Source: an optimization exercise on an open RTL-to-GDS flow (aim: small area, a short achievable clock period and few clock cycles per item). Production flows keep margins and buffers that such runs may drop.
The RTL was checked by simulation tests, not by an equivalence proof against the original design.
Power is estimated from default activity; no workload was simulated.

**design/flow/flow/run.sh**
```bash
#!/bin/bash
# The standard layout (standard.sh), with two changes in how it is made:
# - every port gets a buffer as usual, but the buffer is sky130_fd_sc_hd__buf_1,
#   the platform's smallest, instead of the delay buffer buffer_ports picks;
# - repair_timing aims for 14.5 ns of setup slack instead of 0, so it keeps
#   working on the critical paths although they already meet the 24 ns clock.
# The clock period, the SDC, the synthesis and all other steps are unchanged.
# standard.sh's whole output goes to standard_flow.log; ORFS keeps each step's
# log under orfs/logs.
set -euo pipefail
export BUFFER_PORTS_ARGS="-buffer_cell sky130_fd_sc_hd__buf_1"
bash standard.sh SETUP_SLACK_MARGIN=14.5 finish > standard_flow.log 2>&1
```
**design/flow/standard.sh**
```bash
#!/bin/bash
# synth_recipe.tcl (not shown) runs the flow's synth.tcl, then flattens the netlist and writes it again
# the make line also repeats each setting of config.mk as NAME=value (left out here)
make -C /OpenROAD-flow-scripts/flow DESIGN_CONFIG=/design/flow/config.mk WORK_HOME=/design/flow/orfs CLKGATE_MAP_FILE= SYNTH_SCRIPT=/design/flow/synth_recipe.tcl "${@:-finish}"
```
**design/flow/config.mk**
```make
export PLATFORM = sky130hd
export DESIGN_NAME = chard_unit_coder
export DESIGN_NICKNAME = chard_unit_coder
export VERILOG_FILES = /design/flow/design.v
export SDC_FILE = /design/flow/constraint.sdc
export NUM_CORES = 4
export LEC_CHECK = 0
export ABC_AREA = 1
export CAP_MARGIN = 20
export CELL_PAD_IN_SITES_DETAIL_PLACEMENT = 2
export CELL_PAD_IN_SITES_GLOBAL_PLACEMENT = 4
export CORE_MARGIN = 2
export CORE_UTILIZATION = 35
export SLEW_MARGIN = 20
```
**design/flow/constraint.sdc**
```tcl
create_clock -name core_clock -period 24.0 [get_ports {clk}]
set_input_delay 4.8000 -clock core_clock [delete_from_list [all_inputs] [get_ports {clk}]]
set_output_delay 4.8000 -clock core_clock [all_outputs]
set_load 0.01 [all_outputs]
```
**design/flow/design.v**
```verilog
module chard_chain (
    input  wire [11:0] a,           
    input  wire [11:0] b,           
    input  wire [11:0] c,           
    input  wire [11:0] x,           
    input  wire [13:0] bcf,         
    input  wire [13:0] e3,          
    input  wire        fl,          
    input  wire [5:0]  h,           
    input  wire [5:0]  m,           
    input  wire        qnz,         
    input  wire [3:0]  qk,          
    input  wire        d12,         
    output wire [11:0] recon,       
    output wire [12:0] v            
);
    wire        [12:0] z   = {1'b0, x} + {7'd0, h};
    wire signed [13:0] zm  = $signed({2'b00, x}) - $signed({8'd0, h});
    wire               cb  = c >= b;
    wire               xb  = x < b;
    wire gt_ab = a > b;
    wire gt_ac = a > c;
    wire gt_ax = a > x;
    wire gt_ae = $signed({2'b00, a}) > $signed(e3);
    wire sel_m = !fl && (cb ? gt_ac : !gt_ac);
    wire sel_b = !fl && !sel_m && (cb ? gt_ab : !gt_ab);
    wire neg   = sel_m ? gt_ae : sel_b ? xb : gt_ax;    
    wire [13:0] pm  = {2'b00, a} + bcf;                  
    wire [11:0] pred = sel_m ? pm[11:0] : sel_b ? b : a;
    wire [5:0]  plo = pred[5:0] & m;
    wire [5:0] zlo = z[5:0] & m;
    wire       bor = {1'b0, zlo} < ({1'b0, plo} + {6'd0, neg & qnz});
    wire [12:0] zhi  = z & ~{7'd0, m};
    wire [13:0] zmhi = zm & ~{8'd0, m};
    wire        z_ovf  = d12 ? z[12] : (z[12] | z[11] | z[10]);
    wire        zm_neg = zm[13];
    wire [11:0] maxv = d12 ? 12'd4095 : 12'd1023;
    assign recon = bor ? (zm_neg ? 12'd0 : (zmhi[11:0] | {6'd0, plo}))
                       : (z_ovf ? maxv : (zhi[11:0] | {6'd0, plo}));
    wire signed [13:0] t = $signed({1'b0, z}) - $signed({2'b00, pred}) - $signed({13'd0, neg & qnz});
    wire signed [14:0] w = {t & ~{8'd0, m}, 1'b0};
    wire signed [14:0] ws = w >>> qk;
    assign v = ws[12:0] ^ {13{t[13]}};
endmodule
module chard_unit_coder (
    input  wire         clk,
    input  wire         rst,
    input  wire         start,
    input  wire [1:0]   mode,         
    input  wire         d12,          
    input  wire         first_line,   
    input  wire         first_unit,   
    input  wire [3:0]   sp,           
    input  wire [15:0]  allow,        
    input  wire [11:0]  left,         
    input  wire [11:0]  above_left,   
    input  wire [383:0] above,        
    input  wire [383:0] samples,      
    output reg          done,
    output reg  [3:0]   hdr,
    output reg          lvl,
    output reg  [15:0]  size,
    output reg  [3:0]   sp_next,
    output wire [383:0] recon
);
    localparam N  = 2;              
    localparam B  = 32 / N;         
    localparam JW = 5;              
    localparam S_IDLE = 2'd0,       
               S_RUN  = 2'd1,       
               S_EXD  = 2'd2,       
               S_FBD  = 2'd3;       
    wire exact = (mode == 2'd0);
    reg [2:0] q_max, fb_bits1, fb_bits2;
    always @(*) begin
        case ({d12, mode})
            3'b001:  begin q_max = 3'd2; fb_bits1 = 3'd4; fb_bits2 = 3'd4; end
            3'b010:  begin q_max = 3'd3; fb_bits1 = 3'd3; fb_bits2 = 3'd3; end
            3'b011:  begin q_max = 3'd4; fb_bits1 = 3'd2; fb_bits2 = 3'd2; end
            3'b101:  begin q_max = 3'd4; fb_bits1 = 3'd6; fb_bits2 = 3'd4; end
            3'b110:  begin q_max = 3'd5; fb_bits1 = 3'd5; fb_bits2 = 3'd3; end
            3'b111:  begin q_max = 3'd6; fb_bits1 = 3'd4; fb_bits2 = 3'd2; end
            default: begin q_max = 3'd0; fb_bits1 = 3'd0; fb_bits2 = 3'd0; end
        endcase
    end
    function [18:0] pinfo(input [1:0] p, input [2:0] qm, input [3:0] spv, input d);
        reg [3:0] qi;
        reg [2:0] q;
        integer kd, kt, km, k0, o;
        reg [3:0] um;
        reg [7:0] kdo;
        begin
            qi = {1'b0, qm} + {2'b00, p};
            q  = (qi >= 4'd3) ? qi[2:0] - 3'd3 : 3'd0;
            km = (d ? 13 : 11) - q;
            k0 = 0;
            um = 4'd0;
            kdo = 8'd0;
            for (kd = 3; kd >= 0; kd = kd - 1) begin
                kt = spv - q - 1 + kd;
                if (kt < 0)  kt = 0;
                if (kt > km) kt = km;
                if (kd == 0) k0 = kt;
            end
            for (kd = 3; kd >= 0; kd = kd - 1) begin
                kt = spv - q - 1 + kd;
                if (kt < 0)  kt = 0;
                if (kt > km) kt = km;
                o = kt - k0;
                if (!(p == 2'd3 && kd == 3)) begin
                    um[o[1:0]] = 1'b1;
                    kdo[2*o[1:0] +: 2] = kd;
                end
            end
            pinfo = {q, k0[3:0], um, kdo};
        end
    endfunction
    function [3:0] qkof(input [1:0] p, input [2:0] qm, input [3:0] spv, input d);
        reg [3:0] qi;
        reg [2:0] q;
        reg [5:0] s;
        begin
            qi = {1'b0, qm} + {2'b00, p};
            q  = (qi >= 4'd3) ? qi[2:0] - 3'd3 : 3'd0;
            s  = {2'b00, spv} - 6'd1;
            qkof = (s[5] || s[4:0] < {2'b00, q}) ? {1'b0, q} :
                   (s[4:0] > (d ? 5'd13 : 5'd11)) ? (d ? 4'd13 : 4'd11) : s[3:0];
        end
    endfunction
    function [6:0] qk0of(input [1:0] p, input [2:0] qm, input [3:0] spv, input d);
        reg [3:0] qi;
        reg [2:0] q;
        reg [5:0] s;
        reg [3:0] km, k0;
        begin
            qi = {1'b0, qm} + {2'b00, p};
            q  = (qi >= 4'd3) ? qi[2:0] - 3'd3 : 3'd0;
            s  = {2'b00, spv} - 6'd1;
            km = (s[5] || s[4:0] < {2'b00, q}) ? {1'b0, q} :
                 (s[4:0] > (d ? 5'd13 : 5'd11)) ? (d ? 4'd13 : 4'd11) : s[3:0];
            k0 = km - {1'b0, q};
            qk0of = {q, k0};
        end
    endfunction
    wire [3:0] viable;
    wire [27:0] qk0;                
    wire [43:0] lpv;                
    genvar pp;
    generate
        for (pp = 0; pp < 4; pp = pp + 1) begin : cand
            wire [2:0] cq  = exact ? 3'd0 : qk0[7*pp+4 +: 3];
            wire [3:0] ck0 = exact ? 4'd0 : qk0[7*pp +: 4];
            wire [4:0] k1  = {1'b0, qk0[7*pp +: 4]} + 5'd1;
            assign qk0[7*pp +: 7] = qk0of(pp, q_max, sp, d12);
            assign viable[pp] = ({6'd0, k1} < allow[15:5] ||
                                 ({6'd0, k1} == allow[15:5] && allow[4:2] != 3'd0)) &&
                                (pp == 0 || {1'b0, q_max} + pp >= 4);
            assign lpv[11*pp +: 11] = {cq, exact ? 4'd0 : qkof(pp, q_max, sp, d12), ck0};
        end
    endgenerate
    function [2:0] nextof(input [1:0] p, input [3:0] vm);
        reg [3:0] nv;
        begin
            nv = vm & ((p == 2'd0) ? 4'b1110 : (p == 2'd1) ? 4'b1100 :
                       (p == 2'd2) ? 4'b1000 : 4'b0000);
            nextof = {|nv, nv[1] ? 2'd1 : nv[2] ? 2'd2 : 2'd3};
        end
    endfunction
    reg [1:0]    st;
    reg [1:0]    p;                 
    reg [JW-1:0] j;                 
    reg [3:0]    kx;                
    reg          ex_r, d12_r, fl_r;
    reg [2:0]    qm_r;
    reg [3:0]    sp_r;
    reg [12*N-1:0] xpf, bpf;        
    reg [11:0]   c0;                
    reg [11:0]   prev;              
    reg [13:0]   bcfr, e3r;         
    reg [17:0]   S0, S1, S2, S3;    
    reg [13*N-1:0] vr;              
    reg          fa;                
    reg [15:0]   allow_r;
    reg [41:0]   C;                 
    reg [383:0]  sr;                
    reg [12*N-1:0] srd;             
    reg [9:0]    eb_size;           
    reg [3:0]    eb_k;
    reg [2:0]    lp_q;
    wire [5:0]   lp_h   = (lp_q == 3'd0) ? 6'd0 : (6'd1 << (lp_q - 3'd1));
    wire [5:0]   lp_m   = ~(6'h3F << lp_q);
    wire         lp_qnz = (lp_q != 3'd0);
    reg [3:0]    lp_qk;
    reg [3:0]    lp_kb;             
    reg [3:0]    dp_qk;             
    reg [3:0]    dp_um;             
    reg [7:0]    dp_kd;             
    reg [3:0]    vm_r;              
    wire chk = (j == B[JW-1:0] + 1'b1);    
    wire [2:0] nx = nextof(p, vm_r);
    wire       dp_hn = nx[2];       
    wire [1:0] dp_pn = nx[1:0];     
    wire [10:0] lq_v = (st != S_RUN) ? lpv[10:0] : lpv[11*dp_pn +: 11];
    wire [1:0]  dq = p;
    wire [18:0] dq_i  = pinfo(dq, qm_r, sp_r, d12_r);
    wire [11:0] half = d12 ? 12'd2048 : 12'd512;
    wire [11:0] b0   = above[11:0];
    wire [11:0] a_init = first_unit ? (first_line ? half : b0) : left;
    wire [11:0] c_init = first_unit ? b0 : above_left;
    wire [12*N-1:0] rec;
    wire [13*N-1:0] vv;
    genvar l;
    generate
        for (l = 0; l < N; l = l + 1) begin : lane
            wire [11:0] a_in = (l == 0) ? prev : rec[12*(l-1) +: 12];
            wire [11:0] c_in = (l == 0) ? c0 : bpf[12*(l-1) +: 12];
            wire [13:0] bcf_c  = {2'b00, bpf[12*l +: 12]} - {2'b00, c_in};
            wire [13:0] bcf_in = (l == 0) ? bcfr : bcf_c;
            wire [13:0] e3_in  = (l == 0) ? e3r : {2'b00, xpf[12*l +: 12]} - bcf_c;
            chard_chain u_step (
                .a     (a_in),
                .b     (bpf[12*l +: 12]),
                .c     (c_in),
                .x     (xpf[12*l +: 12]),
                .bcf   (bcf_in),
                .e3    (e3_in),
                .fl    (fl_r),
                .h     (lp_h),
                .m     (lp_m),
                .qnz   (lp_qnz),
                .qk    (lp_qk),
                .d12   (d12_r),
                .recon (rec[12*l +: 12]),
                .v     (vv[13*l +: 13])
            );
        end
    endgenerate
    reg [17:0] vs0, vs1, vs2, vs3;
    reg [20:0] vcnt;                
    integer li, bi;
    always @(*) begin
        vs0 = 18'd0; vs1 = 18'd0; vs2 = 18'd0; vs3 = 18'd0;
        vcnt = 21'd0;
        for (li = 0; li < N; li = li + 1) begin
            vs0 = vs0 + {5'd0, vr[13*li +: 13]};
            vs1 = vs1 + {6'd0, vr[13*li+1 +: 12]};
            vs2 = vs2 + {7'd0, vr[13*li+2 +: 11]};
            vs3 = vs3 + {8'd0, vr[13*li+3 +: 10]};
            for (bi = 3; bi < 10; bi = bi + 1)
                vcnt[3*(bi-3) +: 3] = vcnt[3*(bi-3) +: 3] + {2'd0, vr[13*li + bi]};
        end
    end
    wire [3:0]  um  = ex_r ? 4'b1111 : dp_um;
    wire        o0 = S0 > {2'd0, allow_r};
    wire        o1 = S1 > {2'd0, allow_r};
    wire        o2 = S2 > {2'd0, allow_r};
    wire        o3 = S3 > {2'd0, allow_r};
    wire        fits = (um[0] & !o0) | (um[1] & !o1) | (um[2] & !o2) | (um[3] & !o3);
    wire [17:0] s0 = S0;
    wire [17:0] s1 = um[1] ? S1 : 18'h3FFFF;
    wire [17:0] s2 = um[2] ? S2 : 18'h3FFFF;
    wire [17:0] s3 = um[3] ? S3 : 18'h3FFFF;
    wire        c01 = s1 < s0, c02 = s2 < s0, c03 = s3 < s0;
    wire        c12 = s2 < s1, c13 = s3 < s1, c23 = s3 < s2;
    wire [3:0]  win = {c03 & c13 & c23, c02 & c12 & !c23,
                       c01 & !c12 & !c13, !c01 & !c02 & !c03};
    wire [17:0] best_sz = ({18{win[0]}} & s0) | ({18{win[1]}} & s1) |
                          ({18{win[2]}} & s2) | ({18{win[3]}} & s3);
    wire [1:0]  best_o  = {win[2] | win[3], win[1] | win[3]};
    wire [9:0]  b_sat  = (best_sz > 18'd1023) ? 10'd1023 : best_sz[9:0];
    wire [9:0]  k_sat  = (S3 > 18'd1023) ? 10'd1023 : S3[9:0];
    wire        k_take = k_sat < eb_size;
    wire [9:0]  e_size = k_take ? k_sat : eb_size;
    wire [3:0]  e_k    = k_take ? kx : eb_k;
    wire [9:0]  raw_size = d12_r ? 10'd388 : 10'd324;
    wire        e_raw  = (e_size >= raw_size);
    wire [3:0]  dmax   = d12_r ? 4'd10 : 4'd8;   
    wire [3:0]  kd3    = (st == S_EXD) ? kx : 4'd3;
    wire [9:0]  d_op   = {1'b0, kd3, 5'd0} + 10'd100 - {4'd0, C[5:0]};
    wire        ex_dv  = ex_r && (chk || st == S_EXD);
    wire [15:0] fb1_size = 16'd4 + {15'd0, d12} + {8'd0, fb_bits1, 5'd0};
    wire [15:0] fb2_size = 16'd4 + {15'd0, d12} + {8'd0, fb_bits2, 5'd0};
    wire        use_deep_c = d12 && (fb1_size > allow);
    wire [2:0]  dec_fb   = use_deep_c ? fb_bits2 : fb_bits1;
    wire [3:0]  fb_s     = (d12 ? 4'd12 : 4'd10) - {1'b0, dec_fb};
    reg         use_deep;
    reg  [3:0]  fb_s_r;             
    wire [3:0]  fb_b     = (d12_r ? 4'd12 : 4'd10) - fb_s_r;     
    wire [8:0]  fb_size  = 9'd4 + {8'd0, d12_r} + {fb_b, 5'd0};
    wire [11:0] fb_keep  = ex_r ? 12'hFFF : (12'hFFF << fb_s_r);
    wire [11:0] fb_half  = ex_r ? 12'h000 : (12'd1 << (fb_s_r - 4'd1));
    wire running = (st == S_RUN);
    wire fr_ok   = running && chk && !ex_r && fits;
    wire fr_fail = running && !ex_r && ((j >= 2) ? !fits : (j == 0) && !vm_r[p]);
    wire fb_done = fr_fail && !dp_hn;
    wire ex_done = (st == S_EXD) && (kx == dmax);
    always @(*) begin
        done    = fr_ok || fb_done || ex_done;
        hdr     = 4'hF;
        lvl     = 1'b0;
        size    = {7'd0, fb_size};
        sp_next = sp_r;
        if (fr_ok) begin
            hdr     = {p, dp_kd[2*best_o +: 2]};
            size    = best_sz[15:0];
            sp_next = ({4{win[0]}} & dp_qk) | ({4{win[1]}} & (dp_qk + 4'd1)) |
                      ({4{win[2]}} & (dp_qk + 4'd2)) | ({4{win[3]}} & (dp_qk + 4'd3));
        end else if (ex_r) begin
            hdr  = e_raw ? 4'hF : e_k;
            size = e_raw ? {6'd0, raw_size} : {6'd0, e_size};
        end else
            lvl  = use_deep;
    end
    wire [11:0] fb_km = fb_keep & {12{!fr_ok}};
    wire [11:0] fb_hm = fb_half & {12{!fr_ok}};
    genvar si;
    generate
        for (si = 0; si < 32; si = si + 1) begin : rsel
            assign recon[12*si +: 12] = (sr[12*si +: 12] & {12{fr_ok}})
                                      | (samples[12*si +: 12] & fb_km) | fb_hm;
        end
    endgenerate
    reg  [JW-1:0] jn;
    always @(*) begin
        if (st != S_RUN || fr_fail || j >= B - 1)
            jn = 0;
        else
            jn = j + 1'b1;
    end
    wire load_lp = (st == S_IDLE) || fr_fail;
    wire load_dp = running && (j == 0);
    wire first   = fa;
    wire [17:0] kb32 = {9'd0, lp_kb, 5'd0} + 18'd36;
    wire [B-1:0] jh = {{(B-1){1'b0}}, 1'b1} << jn[JW-2:0];
    reg  [12*N-1:0] xn, bn;
    integer bj;
    always @(*) begin
        xn = {12*N{1'b0}};
        bn = {12*N{1'b0}};
        for (bj = 0; bj < B; bj = bj + 1) begin
            xn = xn | (samples[12*N*bj +: 12*N] & {12*N{jh[bj]}});
            bn = bn | (above[12*N*bj +: 12*N] & {12*N{jh[bj]}});
        end
    end
    wire [12*N-1:0] cn = {bn[12*N-13:0], (jn == 0) ? c_init : bpf[12*(N-1) +: 12]};
    integer pi;
    reg [18:0] s3n;
    always @(posedge clk) begin
        for (pi = 0; pi < N; pi = pi + 1) begin
            xpf[12*pi +: 12] <= xn[12*pi +: 12];
            bpf[12*pi +: 12] <= bn[12*pi +: 12];
        end
        if (jn == 0) begin
            prev <= a_init;
            c0   <= c_init;
        end else begin
            prev <= rec[12*(N-1) +: 12];
            c0   <= bpf[12*(N-1) +: 12];
        end
        srd <= rec;
        bcfr <= {2'b00, bn[11:0]} - {2'b00, cn[11:0]};
        e3r  <= {2'b00, xn[11:0]} - {2'b00, bn[11:0]} + {2'b00, cn[11:0]};
        sr <= {srd, sr[383:12*N]};
        vr <= vv;
        fa <= running && (j == 0);
        if (st == S_IDLE) begin
            ex_r  <= exact;
            d12_r <= d12;
            fl_r  <= first_line;
            qm_r  <= q_max;
            sp_r  <= sp;
            allow_r  <= allow;
            use_deep <= use_deep_c;
            fb_s_r   <= fb_s;
        end
        if (load_lp) begin
            {lp_q, lp_qk, lp_kb} <= lq_v;
        end
        if (load_dp) begin
            dp_qk  <= {1'b0, dq_i[18:16]} + dq_i[15:12];
            dp_um  <= dq_i[11:8];
            dp_kd  <= dq_i[7:0];
        end
        S0 <= (first ? kb32 : S0) + vs0;
        S1 <= (first ? kb32 + 18'd32 : S1) + vs1;
        S2 <= (first ? kb32 + 18'd64 : S2) + vs2;
        s3n = {1'b0, ex_dv ? S3 : first ? kb32 + 18'd96 : S3} + (ex_dv ? {9'd0, d_op} : {1'b0, vs3});
        S3 <= ex_dv ? s3n[18:1] : s3n[17:0];
        if (ex_dv)
            C <= {6'd0, C[41:6]};
        else if (first) begin
            for (pi = 0; pi < 7; pi = pi + 1)
                C[6*pi +: 6] <= {3'd0, vcnt[3*pi +: 3]};
        end else begin
            for (pi = 0; pi < 7; pi = pi + 1)
                C[6*pi +: 6] <= C[6*pi +: 6] + {3'd0, vcnt[3*pi +: 3]};
        end
        if (rst) begin
            st <= S_IDLE;
            j  <= 0;
            p  <= 2'd0;
        end else begin
            case (st)
                S_IDLE: begin
                    j <= 0;
                    p <= 2'd0;
                    vm_r <= viable;
                    if (start)
                        st <= S_RUN;
                end
                S_RUN: begin
                    if (chk && ex_r) begin
                        eb_size <= b_sat;
                        eb_k    <= {2'd0, best_o};
                        kx <= 4'd4;
                        st <= S_EXD;
                    end else if (fr_ok)
                        st <= S_IDLE;
                    else if (fr_fail) begin
                        if (dp_hn) begin
                            p <= dp_pn;
                            j <= 0;
                        end else
                            st <= S_IDLE;
                    end else
                        j <= j + 1'b1;
                end
                S_EXD: begin
                    eb_size <= e_size;
                    eb_k    <= e_k;
                    kx <= kx + 4'd1;
                    if (kx == dmax)
                        st <= S_IDLE;
                end
                default: st <= S_IDLE;
            endcase
        end
    end
endmodule
```
==> flow_summary.json, run 1 <==
{
  "status": "stopped before the end",
  "lastStage": "3_1_place_gp_skip_io",
  "error": "[ERROR GPL-0301] Utilization 101.178 % exceeds 100%.",
  "syn_area_um2": 56600,
  "synthSimpleGateAreaFrac_pct": 29.6,
  "start_util_pct": 35.3,
  "synth_top_area_share_pct": 23.2,
  "syn-num-nets": 9869,
  "yosys-mux-area-fraction_pct": 0.177,
  "synth_edf_count": 77,
  "ys_types": 76,
  "num_rows": 147,
  "synth_compound_area_share_pct": 12.9,
  "ys.flop_type": "dfxtp_1",
  "synth_xor_area_share_pct": 3.22,
  "synthAdderAreaFrac_pct": 17.6,
  "synth_top_cell_by_area": "dfxtp_1",
  "synth.avg_cell_area_um2": 6.83,
  "ys.warnings.count": 1,
  "die_x_um": 406,
  "die_h_um": 406,
  "netlist_top_cells_area": "dfxtp_1 23%, nand2_1 16%, ha_1 15%",
  "postSynthRegisterBits": 733,
  "synthCells": 8296,
  "synth_top_family_by_area": "simple AND/OR/NAND/NOR gates",
  "ys_async_sr_fraction_pct": 0,
  "synth-seq-area-share_pct": 27.3
}
==> cells in the mapped netlist (11+ instances only) <==
library cell,count
xor2_1,160
nor2_1,568
o21a_1,15
o211ai_1,127
fa_1,72
o2111ai_1,24
o31ai_1,13
buf_2,57
nand4_1,170
o22ai_1,66
o21ai_0,348
inv_2,26
a22o_1,17
dfxtp_1,656
and2_1,18
ha_1,681
a31oi_1,23
nand3_1,653
inv_1,1056
o21bai_1,42
clkinv_1,11
clkbuf_1,191
a211oi_1,34
a21o_1,14
or2_2,26
o21ai_1,19
buf_1,19
a21oi_1,402
xnor2_1,48
edfxtp_1,77
nor2_2,11
nand2_1,2429
o221ai_1,13
nor3_1,70
==> cell families after synthesis <==
family / count (synthesis)
flops: 733
xor+xnor: 208
fa+ha+maj: 753
simple gates: 4004
buf+inv: 1369
mux: 10
compound gates: 1219
Testbench counts, summed over its fixed seeds: cycles 202,003, units 8,192.
==> inputs of run 2 (changes only) <==
--- a/design/flow/design.v
+++ b/design/flow/design.v
@@ -293,7 +293,8 @@
     wire fr_ok   = running && chk && !ex_r && fits;
     wire fr_fail = running && !ex_r && ((j >= 2) ? !fits : (j == 0) && !vm_r[p]);
     wire fb_done = fr_fail && !dp_hn;
-    wire ex_done = (st == S_EXD) && (kx == dmax);
+    wire ex_small = (S3 <= {9'd0, kx, 5'd0} + 18'd68);
+    wire ex_done = (st == S_EXD) && (kx == dmax || ex_small);
     always @(*) begin
         done    = fr_ok || fb_done || ex_done;
         hdr     = 4'hF;
@@ -429,7 +430,7 @@
                     eb_size <= e_size;
                     eb_k    <= e_k;
                     kx <= kx + 4'd1;
-                    if (kx == dmax)
+                    if (ex_done)
                         st <= S_IDLE;
                 end
                 default: st <= S_IDLE;
==> design/flow/flow/run.sh (replaced) <==
#!/bin/bash
# The standard layout (standard.sh), with two changes in how it is made:
# - every port gets a buffer as usual, but the buffer is sky130_fd_sc_hd__buf_2,
#   a size up from the smallest, instead of the delay buffer buffer_ports picks;
# - repair_timing aims for 13 ns of setup slack instead of 0, so it keeps
#   working on the critical paths although they already meet the 24 ns clock.
# The clock period, the SDC, the synthesis and all other steps are unchanged.
# standard.sh's whole output goes to standard_flow.log; ORFS keeps each step's
# log under orfs/logs.
set -euo pipefail
export BUFFER_PORTS_ARGS="-buffer_cell sky130_fd_sc_hd__buf_2"
bash standard.sh SETUP_SLACK_MARGIN=13 finish > standard_flow.log 2>&1
--- a/design/flow/config.mk
+++ b/design/flow/config.mk
@@ -10,5 +10,5 @@
 export CELL_PAD_IN_SITES_DETAIL_PLACEMENT = 2
 export CELL_PAD_IN_SITES_GLOBAL_PLACEMENT = 4
 export CORE_MARGIN = 2
-export CORE_UTILIZATION = 35
+export CORE_UTILIZATION = 30
 export SLEW_MARGIN = 20
==> run 2 against run 1 <==
- area after synthesis grew 0.33%
- the run now finishes clean
- synthesized cell count is essentially flat
==> flow_summary.json, run 2 <==
{
  "ys_types": 74,
  "grt_pass1_vias": 69969,
  "multi_input_area_um2": 36500,
  "io_buffer_count": 1229,
  "synth-seq-area-share_pct": 27.2,
  "pwr-share-clk_pct": 12.0,
  "ys.flop_type": "dfxtp_1",
  "die_x_um": 439,
  "maxCapViolCount": 0,
  "crit_top_cell": "buf_2",
  "synth_top_cell_by_area": "dfxtp_1",
  "synth_commonest_cells": "2418 x nand2_1, 1062 x inv_1, 683 x ha_1",
  "met1_usage_pct": 51.4,
  "dr.pass1.iters": 5,
  "clock.fmax_mhz": 91.9,
  "clk_latency_ns": 0.79,
  "p_int_mw": 5.68,
  "grt_pass1_wl_mm": 592,
  "worst_pin_slew_ns": 1.16,
  "largest_reg_flops": 384,
  "cts.path.max_buffers": 3,
  "slowest_stage": "nand3_1",
  "ant_nets": 0,
  "hold_viol": 0,
  "via_count": 69248,
  "finalNetCount": 11030,
  "synthCells": 8293,
  "p_sw_mw": 7.21,
  "placed_cells": 11824,
  "crit_buf_inv": 2,
  "regMostFlops": "sr",
  "syn-num-nets": 9868,
  "grt_max_degree": 91,
  "synthMostInstantiatedCell": "nand2_1",
  "postSynthRegisterBits": 733,
  "critPathLaunchType": "primary input",
  "rsz0062_at_grt": "true",
  "routed_wl_mm": 449,
  "crit_fanout": 2,
  "fin_crit_sh_pct": 45.3,
  "antenna_found_initial": 164,
  "layout_commonest_cell": "nand2_1",
  "hold-worst-slack_ns": 0.325,
  "dp_hpwl_mm": 379,
  "netlist_top_cells_area": "dfxtp_1 23%, nand2_1 16%, ha_1 15%",
  "crit_family": "simple AND/OR/NAND/NOR gates",
  "p_sw_share_pct": 55.9,
  "track_usage_pct": 44.7,
  "ys.warnings.count": 1,
  "ys_async_sr_fraction_pct": 0,
  "syn_area_um2": 56800,
  "cp_data_required_time_ns": 19.20,
  "synth_edf_count": 77,
  "area_delta_synth_final_pct": 23.2,
  "num_rows": 159,
  "worstSetupPathType": "in2out",
  "cts_hold_buffers": 0,
  "final_max_slew_viol_count": 0,
  "core_area_um2": 188000,
  "start_util_pct": 30.2,
  "dr.first_iter.drc_count": 6879,
  "die_h_um": 439,
  "viasPerCell": 5.67,
  "numCtsBuffers": 95,
  "seq_power_share_pct": 18.7,
  "nFillCells": 22720,
  "busiest_layer": "met2",
  "p_leak_nw": 35.6,
  "stdcell_area_um2": 70000,
  "cts_sinks": 733,
  "met2_usage_pct": 65.3,
  "cts_root_buf": "clkbuf_16",
  "ir_drop_uv": 112,
  "wl_per_cell_um": 36.8,
  "cts.clk_slew.worst_paths_ns": 0.06,
  "end_kind": "primary output",
  "crit_path_cell_trace": "buf_2 -> nand2_1 -> nand3_1 -> buf_2",
  "drive_gt1_share_pct": 17.8,
  "post-route-drc-count": 0,
  "cts.htree.levels": 3,
  "met3_usage_pct": 18.9,
  "stdcell_count": 12213,
  "finalClockSkew_ns": 0.0353,
  "post_dp_cell_area_um2": 65800,
  "reg.largest.list": "sr x384, C x42, vr x26",
  "final-setup-viol-count": 0,
  "power.density_nw_per_um2": 184,
  "final.setup.tns_ns": 0,
  "die-area_um2": 193000,
  "final_core_util_pct": 37.2,
  "arrival_ns": 6.08,
  "status": "timing/DRC/antenna clean",
  "period_needed_ns": 10.88,
  "worst_path_largest_cell_delay_ns": 0.69,
  "hold_path_class": "reg2reg",
  "cts_tree": "yes",
  "combPwrFrac_pct": 69.2,
  "synth_top_area_share_pct": 23.1,
  "overflow": 0,
  "io_pins": 1230,
  "globalplace.congestion": 1.11,
  "slew_headroom_pct": 22.8,
  "regArea_um2": 15500,
  "synth.avg_cell_area_um2": 6.85,
  "layout_common_cells": "2416 x nand2_1, 1229 x buf_2, 1047 x inv_1"
}
==> run 2: changes by cell type after synthesis, moves of 11 or more <==
cell | previous run | this run
nand2_1 | 2429 | 2418
nor3_1 | 70 | 81
o211ai_1 | 127 | 143
o22ai_1 | 66 | 51
nand4_1 | 170 | 156
nand2_2 | 8 | 26
clkbuf_1 | 191 | 179
nor2_1 | 568 | 552
nand3_1 | 653 | 625
xnor2_1 | 48 | 59
a22o_1 | 17 | 32
a21oi_1 | 402 | 419
==> run 2: cell families (layout without fill, tap and decap cells) <==
| group | after synthesis | count (layout) | share of synthesized area [%] |
|---|---|---|---|
| xor+xnor | 219 | 219 | 3.38 |
| mux | 4 | 4 | 0.0705 |
| flops | 733 | 733 | 27.2 |
| simple gates | 3984 | 3986 | 29.6 |
| compound gates | 1223 | 1224 | 12.9 |
| fa+ha+maj | 755 | 755 | 17.6 |
| buf+inv | 1375 | 2610 | 9.34 |
| other cells | 0 | 187 | 0 |
==> run 2: path summary, 6_finish.rpt <==
check / from / end / slack [ns] / cells past startpoint
hold / removal: srd[4] / sr[364] / 0.33 / 0
hold reg to reg: srd[4] / sr[364] / 0.33 / 0
setup / recovery: samples[336] / recon[336] / 13.12 / 4
setup reg to reg: prev[2] / vr[18] / 13.51 / 52
==> run 2: repair_timing <==
action | CTS | global route
endpoints found under the setup margin | 339 | 105
setup buffers | 9 | 15
resized for setup | 34 | 55
pin swaps | 1 | 7
gates cloned | 3 | 1
==> run 2: through the flow <==
stage	power, mW	worst slack [ns]
finish	12.9	13.12
global route	13.9	12.92
CTS	12.6	13.02
detailed placement	10.9	11.93
global placement	10.5	12.57
floorplan	7.78	14.12
==> run 2: layout make-up <==
cell class / instances / area share [%]
clock buffers: 139 / 3.94
diodes: 187 / 0.668
repair inverters: 1 / 0.0107
flip-flops and latches: 733 / 22.1
inverters: 1098 / 5.98
well taps: 2495 / 4.46
multi-input cells: 6188 / 52.1
repair buffers: 1338 / 10.1
clock inverters: 34 / 0.659
==> run 2: metal layers <==
metal / part of all wire [%] / wire, um / vias up
met1: 38 / 171000 / 34870
met3: 11 / 51200 / 983
met4: 8.9 / 39900 / 66
met5: 0.13 / 604 / -
li1: - / - / 29790
met2: 42 / 187000 / 3539
==> run 2: power groups by stage <==
stage	clock network [mW]	registers (mW)	logic, mW
floorplan	0	2.12	5.66
global placement	0	2.38	8.13
detailed placement	0	2.40	8.55
CTS	1.55	2.38	8.69
global route	1.60	2.44	9.87
finish	1.55	2.41	8.92
Testbench counts of run 2, summed over its fixed seeds: cycles 193,887, units 8,192.
==> inputs of run 3 (changes only) <==
--- a/design/flow/design.v
+++ b/design/flow/design.v
@@ -260,13 +260,13 @@
     wire [17:0] s1 = um[1] ? S1 : 18'h3FFFF;
     wire [17:0] s2 = um[2] ? S2 : 18'h3FFFF;
     wire [17:0] s3 = um[3] ? S3 : 18'h3FFFF;
-    wire        c01 = s1 < s0, c02 = s2 < s0, c03 = s3 < s0;
-    wire        c12 = s2 < s1, c13 = s3 < s1, c23 = s3 < s2;
-    wire [3:0]  win = {c03 & c13 & c23, c02 & c12 & !c23,
-                       c01 & !c12 & !c13, !c01 & !c02 & !c03};
-    wire [17:0] best_sz = ({18{win[0]}} & s0) | ({18{win[1]}} & s1) |
-                          ({18{win[2]}} & s2) | ({18{win[3]}} & s3);
-    wire [1:0]  best_o  = {win[2] | win[3], win[1] | win[3]};
+    wire        w01 = s1 < s0;
+    wire        w23 = s3 < s2;
+    wire [17:0] m01 = w01 ? s1 : s0;
+    wire [17:0] m23 = w23 ? s3 : s2;
+    wire        wf  = m23 < m01;
+    wire [17:0] best_sz = wf ? m23 : m01;
+    wire [1:0]  best_o  = wf ? {1'b1, w23} : {1'b0, w01};
     wire [9:0]  b_sat  = (best_sz > 18'd1023) ? 10'd1023 : best_sz[9:0];
     wire [9:0]  k_sat  = (S3 > 18'd1023) ? 10'd1023 : S3[9:0];
     wire        k_take = k_sat < eb_size;
@@ -304,8 +304,7 @@
         if (fr_ok) begin
             hdr     = {p, dp_kd[2*best_o +: 2]};
             size    = best_sz[15:0];
-            sp_next = ({4{win[0]}} & dp_qk) | ({4{win[1]}} & (dp_qk + 4'd1)) |
-                      ({4{win[2]}} & (dp_qk + 4'd2)) | ({4{win[3]}} & (dp_qk + 4'd3));
+            sp_next = dp_qk + {2'd0, best_o};
         end else if (ex_r) begin
             hdr  = e_raw ? 4'hF : e_k;
             size = e_raw ? {6'd0, raw_size} : {6'd0, e_size};
==> design/flow/flow/run.sh (replaced) <==
#!/bin/bash
# The standard layout (standard.sh), with two changes in how it is made:
# - every port gets a buffer as usual, but the buffer is sky130_fd_sc_hd__buf_1,
#   the platform's smallest, instead of the delay buffer buffer_ports picks;
# - repair_timing aims for 13 ns of setup slack instead of 0, so it keeps
#   working on the critical paths although they already meet the 24 ns clock.
# The clock period, the SDC, the synthesis and all other steps are unchanged.
# standard.sh's whole output goes to standard_flow.log; ORFS keeps each step's
# log under orfs/logs.
set -euo pipefail
export BUFFER_PORTS_ARGS="-buffer_cell sky130_fd_sc_hd__buf_1"
bash standard.sh SETUP_SLACK_MARGIN=13 finish > standard_flow.log 2>&1
==> run 3 against run 2 <==
- flip-flop and latch count unchanged
- first-iteration DRC count decreased by 6.1%
- worst setup slack got worse by 0.13 ns
- global-route usage increased by 1.9 points
- maximum frequency decreased by 1.2%
- clock power increased by 5%
- combinational power increased by 9.9%
- final cell count decreased by 1.6%
- die area decreased by 2.8%
- non-clock buffer count increased by 69
- via count decreased by 1.2%
- critical path type unchanged
- critical endpoint is now recon[346]
- largest cell class unchanged
- largest power group unchanged
==> flow_summary.json, run 3 <==
{
  "met1_usage_pct": 49.6,
  "antenna_found_initial": 236,
  "met2_usage_pct": 69.6,
  "synth_top_area_share_pct": 23.8,
  "routed_wl_mm": 455,
  "layout_common_cells": "2346 x nand2_1, 1226 x buf_1, 986 x inv_1",
  "ys_types": 71,
  "ir_drop_uv": 167,
  "reg2reg_depth": 40,
  "worst_pin_slew_ns": 1.17,
  "numCtsBuffers": 93,
  "synth.avg_cell_area_um2": 6.87,
  "period_needed_ns": 11.01,
  "combPwrFrac_pct": 70.7,
  "hold_viol": 0,
  "crit_top_cell": "buf_1",
  "cts.clk_slew.worst_paths_ns": 0.06,
  "r2r-start": "allow_r[9]",
  "maxCapViolCount": 0,
  "viasPerCell": 5.69,
  "reg.largest.list": "sr x384, C x42, vr x26",
  "io_buffer_count": 1229,
  "globalplace.congestion": 1.10,
  "power.density_nw_per_um2": 203,
  "finalNetCount": 10789,
  "final_max_slew_viol_count": 0,
  "layout_commonest_cell": "nand2_1",
  "rsz0062_at_grt": "true",
  "largest_reg_flops": 384,
  "die-area_um2": 188000,
  "clock.fmax_mhz": 90.8,
  "pwr-share-clk_pct": 11.7,
  "pre_cts_slack_ns": 11.77,
  "postSynthRegisterBits": 733,
  "worstSetupPathType": "in2out",
  "ant_nets": 0,
  "cts_sinks": 733,
  "overflow": 0,
  "slew_headroom_pct": 21.9,
  "clk_latency_ns": 0.76,
  "fin_ws_ns": 12.99,
  "cts_hold_buffers": 0,
  "syn-num-nets": 9567,
  "cts_tree": "yes",
  "synth_edf_count": 77,
  "dr.pass1.iters": 6,
  "synth_top_cell_by_area": "dfxtp_1",
  "fin_crit_sh_pct": 45.9,
  "synth-seq-area-share_pct": 28.0,
  "final-setup-viol-count": 0,
  "cp_data_required_time_ns": 19.20,
  "track_usage_pct": 46.6,
  "grt_max_degree": 194,
  "seq_power_share_pct": 17.6,
  "stdcell_area_um2": 68100,
  "synth_commonest_cells": "2362 x nand2_1, 1007 x inv_1, 656 x dfxtp_1",
  "area_delta_synth_final_pct": 23.3,
  "num_rows": 157,
  "ys.flop_type": "dfxtp_1",
  "cts.path.max_buffers": 3,
  "netlist_top_cells_area": "dfxtp_1 24%, nand2_1 16%, ha_1 14%",
  "cts.htree.levels": 3,
  "cts_root_buf": "clkbuf_16",
  "ys_async_sr_fraction_pct": 0,
  "reg2reg_slack_ns": 13.51,
  "grt_pass1_wl_mm": 593,
  "syn_area_um2": 55200,
  "synthMostInstantiatedCell": "nand2_1",
  "crit_path_cell_trace": "buf_1 -> nand2_1 -> nand3_1 -> buf_1",
  "via_count": 68421,
  "regMostFlops": "sr",
  "status": "timing/DRC/antenna clean",
  "dp_hpwl_mm": 382,
  "busiest_layer": "met2",
  "hold_path_class": "reg2reg",
  "core_area_um2": 183000,
  "hp-start": "srd[2]",
  "crit_fanout": 2,
  "ys.warnings.count": 1,
  "post_dp_cell_area_um2": 62800,
  "die_h_um": 433,
  "worstHoldEndpoint": "sr[362]",
  "post-route-drc-count": 0,
  "final.setup.tns_ns": 0,
  "met3_usage_pct": 18.8,
  "wl_per_cell_um": 37.8,
  "p_leak_nw": 31.9,
  "p_sw_mw": 7.70,
  "arrival_ns": 6.21,
  "end_kind": "primary output",
  "drive_gt1_share_pct": 6.43,
  "dr.first_iter.drc_count": 6458,
  "slowest_stage": "buf_1",
  "p_int_mw": 6.15,
  "critPathLaunchType": "primary input",
  "p_sw_share_pct": 55.6,
  "grt_pass1_vias": 69116,
  "min_path_cells": 0,
  "die_x_um": 433,
  "io_pins": 1230,
  "finalClockSkew_ns": 0.0272,
  "reg2reg_to": "e3r[12]",
  "worst_path_largest_cell_delay_ns": 0.67,
  "start_util_pct": 30.2,
  "synthCells": 8041
}
-- run 3: worst max path at each step --
stage,startpoint,endpoint,depth (start not counted)
after global routing,ex_r,sp_next[2],31
after global placement,ex_r,sp_next[2],25
after detailed placement,ex_r,sp_next[2],25
after CTS,ex_r,sp_next[2],30
final,samples[346],recon[346],4
after floorplan,ex_r,sp_next[2],29
-- run 3: stage by stage --
stage	util, %	cells	total power, mW	hold WS (ns)
2_1_floorplan	-	8041	8.06	0.310
3_3_place_gp	34.3	11553	11.0	0.316
3_5_place_dp	34.3	11554	11.4	0.325
4_1_cts	36.6	11774	13.3	0.339
5_1_grt	37.1	11946	14.9	0.341
6_report	37.2	12018	13.9	0.342
-- run 3: final cells by class --
type / instances / area [um2]
Timing Repair inverter: 2 / 15.0
Multi-Input combinational cell: 5990 / 35500
Clock inverter: 39 / 588
Tap cell: 2464 / 3080
Fill cell: 22382 / 115000
Inverter: 1036 / 3980
Antenna cell: 211 / 528
Sequential cell: 733 / 15500
Timing Repair Buffer: 1407 / 6120
Clock buffer: 136 / 2840
-- run 3: repair_timing --
action	CTS	global route
buffers inserted	39	33
endpoints found under the setup margin	342	66
gates resized for setup	68	124
pin swaps	13	39
gates cloned	6	0
-- run 3: cell families (layout without fill, tap and decap cells) --
kind of cell             Yosys count  after routing  synth area share [%]
AO/OA/AOI/OAI                   1222           1223                  13.2
flip-flops                       733            733                  28.0
other                              0            211                     0
AND/OR/NAND/NOR                 3839           3840                  29.2
multiplexers                       4              4                0.0725
XOR/XNOR                         217            217                  3.44
buffers and inverters           1320           2620                  9.16
adder cells (fa/ha/maj)          706            706                  17.0
-- run 3: power groups by stage --
stage               sequential [mW]  combinational, mW  clock [mW]
finish                         2.44               9.80        1.62
global route                   2.46               10.8        1.66
CTS                            2.40               9.32        1.62
detailed placement             2.42               8.98           0
global placement               2.40               8.59           0
floorplan                      2.12               5.94           0
-- run 3: worst max-delay path, delay by kind of cell --
family | cells | cell delay, ns
simple gates | 2 | 0.53
buf+inv | 2 | 0.87
-- run 3: routing by layer --
metal	vias to the layer above	share of wire [%]
met1	34468	36
met3	1169	10
met2	3629	43
met4	64	11
li1	29091	-
met5	-	0.16
Testbench counts of run 3, summed over its fixed seeds: cycles 193,887, units 8,192.

[re-timing with driven ports]
In the flow no input, the clock included, has a driving cell. The finished layouts below were timed again as built, in two steps.
Step 1, drivers: a clkbuf_16 drives clk and a buf_2 each remaining input, both assumed.
Step 2 also shifts input and output timing later by t, the mid clock arrival at the registers, as if the neighbouring blocks saw the same clock.
Three values: ideal, step 1, step 2; two values: the first two.
run | shift t [ns] | setup slack, ns | hold WS [ns] | worst setup path at the end | pins driven straight from the clock port
run 2 | 0.881 | 13.122 / 13.041 / 12.646 | 0.325 / 0.325 / 0.325 | input to register | 1
run 3 | 0.857 | 12.991 / 12.961 / 12.458 | 0.342 / 0.342 / 0.342 | input to register | 1
After both steps setup and hold are still met in every run listed. The setup slack of run 3, which loses most, moves by -0.030 ns with the drivers and by -0.533 ns with both steps.
